Source: an optimization exercise on an open RTL-to-GDS flow (aim: small area, a short achievable clock period and few clock cycles). Production flows keep margins and buffers that such runs may drop. Function was checked by simulation only, so behaviour that the tests miss may differ from the original. Power figures rest on the tool's default switching activity, not on a simulated workload.

[config.mk]
export PLATFORM = sky130hd
export DESIGN_NAME = pm_table_builder
export DESIGN_NICKNAME = pm_table_builder
export VERILOG_FILES = /design/flow/design.v
export SDC_FILE = /design/flow/constraint.sdc
export NUM_CORES = 4
export LEC_CHECK = 0
export CAP_MARGIN = 20
export CORE_MARGIN = 2
export CORE_UTILIZATION = 30
export PLACE_DENSITY = 0.45
export SLEW_MARGIN = 20
[constraint.sdc]
create_clock -name core_clock -period 20.0 [get_ports {clk}]
set_input_delay 4.0000 -clock core_clock [delete_from_list [all_inputs] [get_ports {clk}]]
set_output_delay 4.0000 -clock core_clock [all_outputs]
set_load 0.01 [all_outputs]
[design.v]
module pm_table_builder (
    input  wire         clk,
    input  wire         rst,           
    input  wire         in_valid,
    input  wire [15:0]  in_count,
    output reg          in_ready,
    output reg          out_valid,
    output wire [159:0] out_lengths
);
    localparam K   = 16;               
    localparam KL  = 4;                
    localparam KH  = K / 2;            
    localparam LR  = (40 + K - 1) / K; 
    localparam FR  = 64 / K;           
    function le16;                     
        input [15:0] x, y;
        integer q;
        begin
            le16 = 1'b1;
            for (q = 0; q < 16; q = q + 1)
                le16 = (~x[q] & y[q]) | (~(x[q] ^ y[q]) & le16);
        end
    endfunction
    function lt6;                      
        input [5:0] x, y;
        integer q;
        begin
            lt6 = 1'b0;
            for (q = 0; q < 6; q = q + 1)
                lt6 = (~x[q] & y[q]) | (~(x[q] ^ y[q]) & lt6);
        end
    endfunction
    integer i, a, b, m, s, r;
    reg        acc_r;                  
    reg [15:0] cin_r;                  
    reg [5:0]  acnt;                   
    reg [5:0]  t;                      
    reg [15:0] L [0:39];               
    reg [5:0]  R [0:39];               
    reg [15:0] LA [0:39];              
    reg [5:0]  RA [0:39];              
    reg [15:0] l39m, l39b;             
    reg        lfull;                  
    reg        rpend;                  
    reg        mact, bact;             
    reg        racc;                   
    reg [5:0]  ipos_r, t_r;
    reg [39:0] keep;                   
    reg [40:0] kedge;
    reg [5:0]  ipos;                   
    always @* begin
        for (i = 0; i < 40; i = i + 1)
            keep[i] = (i < t) && !le16(cin_r, L[i]);
        kedge[0] = !keep[0];
        for (i = 1; i < 40; i = i + 1)
            kedge[i] = keep[i-1] && !keep[i];
        kedge[40] = keep[39];
        ipos = 6'd0;
        for (i = 0; i <= 40; i = i + 1)
            if (kedge[i]) ipos = ipos | i[5:0];
    end
    reg [3:0]  lv;                     
    reg [3:0]  cyc;                    
    reg [K-1:0] loff;                  
    reg [LR:0] lbase;                  
    reg [5:0]  prem;                   
    reg [5:0]  lrem;                   
    reg [K-1:0] poff;                  
    reg [FR-1:0] pbase;                
    reg [5:0]  wp;                     
    reg [15:0] F [0:63];               
    reg [5:0] npk [1:15];              
    reg [5:0] hd  [1:15];              
    reg [5:0] np_c;                    
    reg [3:0] last_c;                  
    reg [5:0] rp_n;                    
    reg [5:0] wp_n;                    
    reg [5:0] np_n;                    
    always @* begin
        npk[1] = 6'd0;
        for (i = 2; i <= 15; i = i + 1)
            npk[i] = (7'd40 + {1'b0, npk[i-1]}) >> 1;
        hd[1] = 6'd0;
        for (i = 2; i <= 15; i = i + 1)
            hd[i] = hd[i-1] + npk[i-1];
        np_c = 6'd0; last_c = 4'd0; rp_n = 6'd0; wp_n = 6'd0; np_n = 6'd0;
        for (i = 1; i <= 14; i = i + 1)
            if (lv == i) begin
                np_c   = npk[i];
                last_c = (2 * npk[i+1] + K - 1) / K - 1;
                rp_n   = hd[i+1];
                wp_n   = hd[i+1] + npk[i+1];
                np_n   = npk[i+1];
            end
    end
    reg [K-1:0] lbelow, pbelow;          
    always @* begin
        for (b = 0; b < K; b = b + 1) begin
            lbelow[b] = 1'b0;
            pbelow[b] = 1'b0;
            for (r = b + 1; r < K; r = r + 1) begin
                lbelow[b] = lbelow[b] | loff[r];
                pbelow[b] = pbelow[b] | poff[r];
            end
        end
    end
    reg [KL-1:0] lob, pob;             
    reg [15:0] lrs [0:KL][0:K-1];
    reg [15:0] prs [0:KL][0:K-1];
    integer q;
    reg [15:0]  lbk [0:K-1];
    reg [15:0]  lw  [0:K-1];
    reg [K-1:0] lvld;
    reg [5:0]   lrow;
    always @* begin
        for (b = 0; b < K; b = b + 1) begin
            lbk[b] = 16'd0;
            for (r = 0; r < LR; r = r + 1)
                if (K * r + b < 40)
                    lbk[b] = lbk[b] | ({16{lbelow[b] ? ((r > 0) && lbase[(r > 0) ? r-1 : 0]) : lbase[r]}} & LA[K*r+b]);
        end
        for (b = 0; b < K; b = b + 1)
            lrs[0][b] = lbk[b];
        for (q = 0; q < KL; q = q + 1)
            for (b = 0; b < K; b = b + 1)
                lrs[q+1][b] = lob[q] ? lrs[q][(b + (1 << q)) % K] : lrs[q][b];
        for (a = 0; a < K; a = a + 1) begin
            lw[a] = lrs[KL][a];
            lvld[a] = lrem > a;
        end
    end
    reg [15:0]  pbk [0:K-1];
    reg [15:0]  pw  [0:K-1];
    reg [K-1:0] pvld;
    reg [5:0]   prow;
    always @* begin
        for (b = 0; b < K; b = b + 1) begin
            pbk[b] = 16'd0;
            for (r = 0; r < FR; r = r + 1)
                pbk[b] = pbk[b] | ({16{pbelow[b] ? pbase[(r + FR - 1) % FR] : pbase[r]}} & F[K*r+b]);
        end
        for (b = 0; b < K; b = b + 1)
            prs[0][b] = pbk[b];
        for (q = 0; q < KL; q = q + 1)
            for (b = 0; b < K; b = b + 1)
                prs[q+1][b] = pob[q] ? prs[q][(b + (1 << q)) % K] : prs[q][b];
        for (b = 0; b < K; b = b + 1) begin
            pw[b] = prs[KL][b];
            pvld[b] = prem > b;
        end
    end
    reg cl [0:K-1][0:K-1];
    always @* begin
        for (a = 0; a < K; a = a + 1)
            for (b = 0; b < K; b = b + 1)
                if (a + b <= K - 1)
                    cl[a][b] = lvld[a] && (!pvld[b] || le16(lw[a], pw[b]));
                else
                    cl[a][b] = 1'b0;
    end
    reg [K-1:0] isleaf;
    reg [15:0]  item [0:K-1];
    reg [K:0]   nedge;
    reg [KL:0]  nleaf;                 
    reg         ex;
    always @* begin
        for (m = 0; m < K; m = m + 1) begin
            isleaf[m] = 1'b0;
            item[m]   = 16'd0;
            for (a = 0; a <= m; a = a + 1) begin
                ex = ((a == 0) ? 1'b1 : cl[a-1][m-a]) &&
                     ((a == m) ? 1'b1 : !cl[a][m-1-a]);
                isleaf[m] = isleaf[m] | (ex && cl[a][m-a]);
                item[m] = item[m] |
                          ({16{ex &&  cl[a][m-a]}} & lw[a]) |
                          ({16{ex && !cl[a][m-a]}} & pw[m-a]);
            end
        end
        nedge[0] = !cl[0][K-1];
        for (a = 1; a < K; a = a + 1)
            nedge[a] = cl[a-1][K-a] && !cl[a][K-1-a];
        nedge[K] = cl[K-1][0];
        nleaf = 0;
        for (a = 0; a <= K; a = a + 1)
            if (nedge[a]) nleaf = nleaf | a[KL:0];
    end
    reg [5:0] lrem_nx, prem_nx;
    reg [K-1:0] loff_nx, poff_nx, poff_lv, roff;
    reg [KL-1:0] lob_nx, pob_nx;
    reg [FR-1:0] pbase_nx, pbase_lv;
    reg [LR:0] lbase_nx;
    reg       cy;
    always @* begin
        lrem_nx = 6'd0; prem_nx = 6'd0;
        loff_nx = 0; lbase_nx = 0; poff_nx = 0; pbase_nx = 0;
        lob_nx = 0; pob_nx = 0;
        for (a = 0; a <= K; a = a + 1) begin
            lrem_nx = lrem_nx | ({6{nedge[a]}} & (lrem - a));
            lob_nx  = lob_nx  | ({KL{nedge[a]}} & (lob + a));
            pob_nx  = pob_nx  | ({KL{nedge[a]}} & (pob + K - a));
            prem_nx = prem_nx | ({6{nedge[a]}} & (prem - (K - a)));
            roff = (a == K) ? loff : ((loff << a) | (loff >> (K - a)));
            cy = 1'b0;
            for (r = 0; r < K; r = r + 1)
                if (r + a >= K) cy = cy | loff[r];
            loff_nx  = loff_nx  | ({K{nedge[a]}} & roff);
            lbase_nx = lbase_nx | ({(LR+1){nedge[a]}} & (cy ? {lbase[LR-1:0], 1'b0} : lbase));
            roff = (a == 0) ? poff : ((poff << (K - a)) | (poff >> a));
            cy = 1'b0;
            for (r = 0; r < K; r = r + 1)
                if (r + K - a >= K) cy = cy | poff[r];
            poff_nx  = poff_nx  | ({K{nedge[a]}} & roff);
            pbase_nx = pbase_nx | ({FR{nedge[a]}} & (cy ? {pbase[FR-2:0], pbase[FR-1]} : pbase));
        end
        poff_lv  = {{(K-1){1'b0}}, 1'b1} << rp_n[KL-1:0];
        pbase_lv = {{(FR-1){1'b0}}, 1'b1} << rp_n[5:KL];
    end
    reg        s2v;                    
    reg [5:0]  s2wp;
    reg [15:0] it_r [0:K-1];
    reg [K-1:0] isl_r;
    reg [16:0] psum [0:KH-1];
    reg [15:0] pkg  [0:KH-1];
    always @* begin
        for (i = 0; i < KH; i = i + 1) begin
            psum[i] = {1'b0, it_r[2*i]} + {1'b0, it_r[2*i+1]} + 17'd1;
            pkg[i]  = psum[i][16] ? 16'hFFFF : psum[i][15:0];
        end
    end
    reg [15:0] lane [0:KH-1];
    reg [63:0] wdec;
    reg [63:0] wen;
    always @* begin
        for (i = 0; i < KH; i = i + 1)
            lane[i] = pkg[(i - s2wp) % KH];
        for (i = 0; i < 64; i = i + 1)
            wdec[i] = (s2wp == i);
        for (i = 0; i < 64; i = i + 1) begin
            wen[i] = 1'b0;
            for (a = 0; a < KH; a = a + 1)
                wen[i] = wen[i] | wdec[(i - a) & 63];
        end
    end
    localparam DL = 76;
    reg [K-1:0] dl [0:DL-1];
    reg [3:0]  bcnt;                   
    reg [6:0]  n;                      
    reg [5:0]  jl_r;                   
    reg        upd;                    
    reg        first;                  
    reg        jl_done;                
    reg [3:0]  len [0:39];
    reg [77:0] bnext;
    function integer ncyc_of;
        input integer lvl;
        begin
            case (lvl)
            1: ncyc_of = 3;
            2: ncyc_of = 4;
            3: ncyc_of = 5;
            4: ncyc_of = 5;
            5: ncyc_of = 5;
            6: ncyc_of = 5;
            7: ncyc_of = 5;
            8: ncyc_of = 5;
            9: ncyc_of = 5;
            10: ncyc_of = 5;
            11: ncyc_of = 5;
            12: ncyc_of = 5;
            13: ncyc_of = 5;
            14: ncyc_of = 5;
            default: ncyc_of = 0;
            endcase
        end
    endfunction
    function integer st_of;
        input integer lvl;
        begin
            case (lvl)
            1: st_of = 0;
            2: st_of = 3;
            3: st_of = 7;
            4: st_of = 12;
            5: st_of = 17;
            6: st_of = 22;
            7: st_of = 27;
            8: st_of = 32;
            9: st_of = 37;
            10: st_of = 42;
            11: st_of = 47;
            12: st_of = 52;
            13: st_of = 57;
            14: st_of = 62;
            default: st_of = 0;
            endcase
        end
    endfunction
    wire [77:0] lvrow [2:14];
    genvar gi, gr, gm;
    generate
        for (gi = 2; gi <= 14; gi = gi + 1) begin : g_lv
            for (gr = 0; gr < (78 + K - 1) / K; gr = gr + 1) begin : g_r
                for (gm = 0; gm < K; gm = gm + 1) begin : g_m
                    if (K * gr + gm < 78) begin : g_b
                        if (gr < ncyc_of(gi)) begin : g_on
                            assign lvrow[gi][K*gr + gm] =
                                dl[80 - gi - st_of(gi) - gr][gm];
                        end else begin : g_off
                            assign lvrow[gi][K*gr + gm] = 1'b0;
                        end
                    end
                end
            end
        end
    endgenerate
    reg [77:0] bpat_r;
    reg [77:0] bpat;
    wire [6:0] pc;
    always @* begin
        bnext = 78'd0;
        for (i = 2; i <= 14; i = i + 1)
            if (bcnt == 15 - i) bnext = lvrow[i];
        for (i = 0; i < 78; i = i + 1)
            bpat[i] = bpat_r[i] && (i < n);
    end
    pm_popcnt #(.N(78), .W(7)) u_pc (.x(bpat), .y(pc));
    wire [5:0] jl15 = le16(l39b, pkg[38 % KH]) ? 6'd40 : 6'd39;
    wire go  = lfull && (!mact || (lv == 4'd14 && cyc == last_c));
    wire rgo = rpend && !bact && !upd;
    genvar g;
    generate
        for (g = 0; g < 40; g = g + 1) begin : g_out
            assign out_lengths[4*g +: 4] = len[g];
        end
    endgenerate
    always @(posedge clk) begin
        acc_r <= in_valid && in_ready && !rst;
        cin_r <= in_count;
        if (acc_r && !rst) begin
            if (!keep[0])
                L[0] <= cin_r;
            for (i = 1; i < 40; i = i + 1)
                if (!keep[i])
                    L[i] <= keep[i-1] ? cin_r : L[i-1];
        end
        racc   <= acc_r && !rst;
        ipos_r <= ipos;
        t_r    <= t;
        if (racc) begin
            for (s = 0; s < 40; s = s + 1)
                if (s == t_r)
                    R[s] <= ipos_r;
                else if (!lt6(R[s], ipos_r))
                    R[s] <= R[s] + 6'd1;
        end
        bpat_r <= bnext;
        if (go) begin
            for (i = 0; i < 40; i = i + 1)
                LA[i] <= L[i];
        end
        if (rgo) begin
            for (s = 0; s < 40; s = s + 1)
                RA[s] <= R[s];
        end
        for (m = 0; m < K; m = m + 1)
            it_r[m] <= item[m];
        isl_r <= isleaf;
        dl[0] <= isl_r;
        for (i = 1; i < DL; i = i + 1)
            dl[i] <= dl[i-1];
        if (s2v) begin
            for (i = 0; i < 64; i = i + 1)
                if (wen[i])
                    F[i] <= lane[i % KH];
        end
        if (upd) begin
            for (s = 0; s < 40; s = s + 1)
                len[s] <= (first ? 4'd0 : len[s]) + (lt6(RA[s], jl_r) ? 4'd1 : 4'd0);
        end
        if (rst) begin
            mact      <= 1'b0;
            bact      <= 1'b0;
            lfull     <= 1'b0;
            rpend     <= 1'b0;
            in_ready  <= 1'b1;
            out_valid <= 1'b0;
            acnt      <= 6'd0;
            t         <= 6'd0;
            s2v       <= 1'b0;
            upd       <= 1'b0;
            jl_done   <= 1'b0;
        end else begin
            s2v       <= 1'b0;
            upd       <= 1'b0;
            jl_done   <= 1'b0;
            out_valid <= jl_done;
            if (in_valid && in_ready) begin
                if (acnt == 6'd39) begin
                    acnt     <= 6'd0;
                    in_ready <= 1'b0;
                end else begin
                    acnt <= acnt + 6'd1;
                end
            end
            if (acc_r) begin
                if (t == 6'd39) begin
                    t     <= 6'd0;
                    lfull <= 1'b1;
                end else begin
                    t <= t + 6'd1;
                end
            end
            if (rgo) begin
                rpend    <= 1'b0;
                in_ready <= 1'b1;
            end
            if (mact) begin
                s2v  <= 1'b1;
                s2wp <= wp;
                lrem  <= lrem_nx;
                prem  <= prem_nx;
                loff  <= loff_nx;
                lob   <= lob_nx;
                pob   <= pob_nx;
                lbase <= lbase_nx;
                poff  <= poff_nx;
                pbase <= pbase_nx;
                wp   <= wp + KH;
                cyc  <= cyc + 4'd1;
                if (cyc == last_c) begin
                    cyc <= 4'd0;
                    lrem  <= 6'd40;
                    prem  <= np_n;
                    loff  <= 1;
                    lbase <= 1;
                    poff  <= poff_lv;
                    lob   <= 0;
                    pob   <= rp_n[KL-1:0];
                    pbase <= pbase_lv;
                    wp  <= wp_n;
                    lv  <= lv + 4'd1;
                    if (lv == 4'd14) begin
                        mact  <= 1'b0;
                        bact  <= 1'b1;
                        bcnt  <= 4'd0;
                        l39b  <= l39m;
                    end
                end
            end
            if (go) begin
                lfull <= 1'b0;
                rpend <= 1'b1;
                l39m  <= L[39];
                mact  <= 1'b1;
                lv    <= 4'd1;
                cyc   <= 4'd0;
                lrem  <= 6'd40;
                prem  <= 6'd0;
                loff  <= 1;
                lbase <= 1;
                poff  <= 1;
                lob   <= 0;
                pob   <= 0;
                pbase <= 1;
                wp    <= 6'd0;
            end
            if (bact) begin
                bcnt  <= bcnt + 4'd1;
                upd   <= (bcnt != 4'd1);
                first <= (bcnt == 4'd0);
                if (bcnt == 4'd0) begin
                    jl_r <= jl15;
                    n    <= (jl15 == 6'd39) ? 7'd78 : 7'd76;
                end else if (bcnt == 4'd1) begin
                end else if (bcnt <= 4'd14) begin
                    jl_r <= pc[5:0];
                    n    <= (n - pc) << 1;
                end else begin
                    jl_r    <= n[5:0];
                    jl_done <= 1'b1;
                    bact    <= 1'b0;
                end
            end
        end
    end
endmodule
module pm_popcnt #(
    parameter N = 78,
    parameter W = 7
) (
    input  wire [N-1:0] x,
    output wire [W-1:0] y
);
    generate
        if (N == 1) begin : g_leaf
            assign y = {{(W-1){1'b0}}, x[0]};
        end else begin : g_node
            wire [W-1:0] ya, yb;
            pm_popcnt #(.N(N/2),     .W(W)) u_a (.x(x[N/2-1:0]), .y(ya));
            pm_popcnt #(.N(N - N/2), .W(W)) u_b (.x(x[N-1:N/2]), .y(yb));
            assign y = ya + yb;
        end
    endgenerate
endmodule
[flow/run.sh]
#!/bin/bash
# Standard synthesis and layout (the standard.sh), with timing repair
# asked to leave a setup margin, so that the layout is sized for a clock
# faster than the required one. Each step's full output goes to its own log.
set -euo pipefail
cd "$(dirname "$0")/.."
bash standard.sh synth > synth.log 2>&1
bash standard.sh SETUP_SLACK_MARGIN=13 finish > layout.log 2>&1
[standard.sh]
#!/bin/bash
# synth_recipe.tcl (not shown) runs the flow's synth.tcl, then flattens the netlist and writes it again
# the make line also repeats each setting of config.mk as NAME=value (left out here)
make -C /OpenROAD-flow-scripts/flow DESIGN_CONFIG=/design/flow/config.mk WORK_HOME=/design/flow/orfs CLKGATE_MAP_FILE= SYNTH_SCRIPT=/design/flow/synth_recipe.tcl "${@:-finish}"
==> results.sh <==
export IMPL_ys_ff_latch=4689
export IMPL_io_buffer_count=180
export IMPL_synth_distinct_cells=135
export IMPL_yosysSeqAreaShare_pct=39.0
export IMPL_synth_main_ff_cell="edfxtp_1"
export IMPL_cts_buffers=569
export IMPL_finalWeightedCongestion=1.28
export IMPL_gr_usage_all_layers_pct=57.0
export IMPL_avgSynthCellArea_sq_um=9.84
export IMPL_overflow=3
export IMPL_placedInstanceArea_sq_um=358000
export IMPL_netlist_area_sq_um=320000
export IMPL_status="did not finish"
export IMPL_ctsHoldBuffers=0
export IMPL_synth_area_leaders="edfxtp_1 (29%), ha_1 (13%), dfxtp_1 (10%)"
export IMPL_clock_sinks=4689
export IMPL_cts_root_buf="clkbuf_16"
export IMPL_netlist_instances=32500
export IMPL_syn_nets=36000
export IMPL_start_util_pct=30.1
export IMPL_clk_path_buf_depth=5
export IMPL_die_h_microns=1040
export IMPL_tool_error="[ERROR GRT-0232] Routing congestion too high. Check the congestion heatmap in the GUI."
export IMPL_synthArstFlopShare_pct=0
export IMPL_synth_top_area_share_pct=28.9
export IMPL_synth_edff_count=3072
export IMPL_failed_stage="5_1_grt"
export IMPL_cts_max_level=6
export IMPL_num_rows=379
export IMPL_fp_dieW_microns=1040
export IMPL_io_pins=181
export IMPL_grt_max_degree=139
export IMPL_dp_hpwl_microns=2300000
export IMPL_synth_top_cell_by_area="edfxtp_1"
export IMPL_dp_cells=47300
export IMPL_yosysWarningCount=22
==> per-stage QoR <==
step                setup slack, ps  power [mW]  hold WS, ps
floorplan                       564        10.9          310
global placement               4000        11.1          310
detailed placement             7780        11.1          312
CTS                           11860        21.5          268
==> per-layer routing <==
metal / GRT overflow / track usage [%]
met2: 3 / 68.8
met3: 0 / 38.8
met5: 0 / 26.7
met4: 0 / 50.0
met1: 0 / 64.0
==> Yosys cell counts, types with 96 or more instances <==
| master | instances |
|---|---|
| nand3_1 | 706 |
| o21a_1 | 399 |
| nor3_1 | 387 |
| a221oi_1 | 379 |
| ha_1 | 3406 |
| a211oi_1 | 536 |
| a21o_1 | 595 |
| buf_1 | 355 |
| dfxtp_1 | 1617 |
| nor4_1 | 136 |
| and3_1 | 109 |
| mux2_2 | 855 |
| a2111oi_0 | 350 |
| a22o_1 | 182 |
| xnor2_1 | 268 |
| a31oi_1 | 160 |
| o2111ai_1 | 306 |
| mux2i_1 | 1546 |
| a222oi_1 | 356 |
| edfxtp_1 | 3072 |
| inv_1 | 1102 |
| clkbuf_1 | 1597 |
| o21ai_0 | 2021 |
| o221ai_1 | 167 |
| nor2_1 | 2210 |
| o22ai_1 | 359 |
| a22oi_1 | 583 |
| nand2b_1 | 372 |
| or3_1 | 101 |
| and2_1 | 193 |
| nor2b_1 | 295 |
| mux4_2 | 136 |
| buf_2 | 216 |
| nand2_1 | 2689 |
| a21oi_1 | 2098 |
| nand4_1 | 211 |
| a311oi_1 | 96 |
| a221o_1 | 111 |
| o211ai_1 | 567 |
==> kinds of logic after synthesis <==
kind of cell | Yosys count | synth area share [%]
AOI/OAI and AO/OA | 10200 | 21.9
xor gates and xnor gates | 360 | 0.986
adders and majority gates | 3485 | 13.8
buffers and inverters | 3352 | 4.05
DFF | 4689 | 39.0
muxes | 2563 | 8.93
and+or+nand+nor | 7841 | 11.3
==> how the worst max path moves through the flow <==
stage	start	end	slack, ps	cells past startpoint
3_5_place_dp	poff[15]	it_r[14][9]	7780	29
2_1_floorplan	upd	RA[0][0]	560	1
4_1_cts	loff[15]	isl_r[15]	11860	33
3_3_place_gp	poff[15]	it_r[9][5]	4000	26
==> power by group through the flow <==
stage	Clock, mW	Sequential [mW]	Combinational, mW
3_5_place_dp	0	10.7	0.439
2_1_floorplan	0	10.6	0.264
3_3_place_gp	0	10.7	0.433
4_1_cts	10.7	10.5	0.440
==> timing repair <==
item                                    4_1_cts
buffers inserted                           1749
endpoints found under the setup margin      585
pin swaps                                   944
resized for setup                          5371
gates cloned                                143
Testbench counts, summed over its fixed seeds: cycles 13,344.
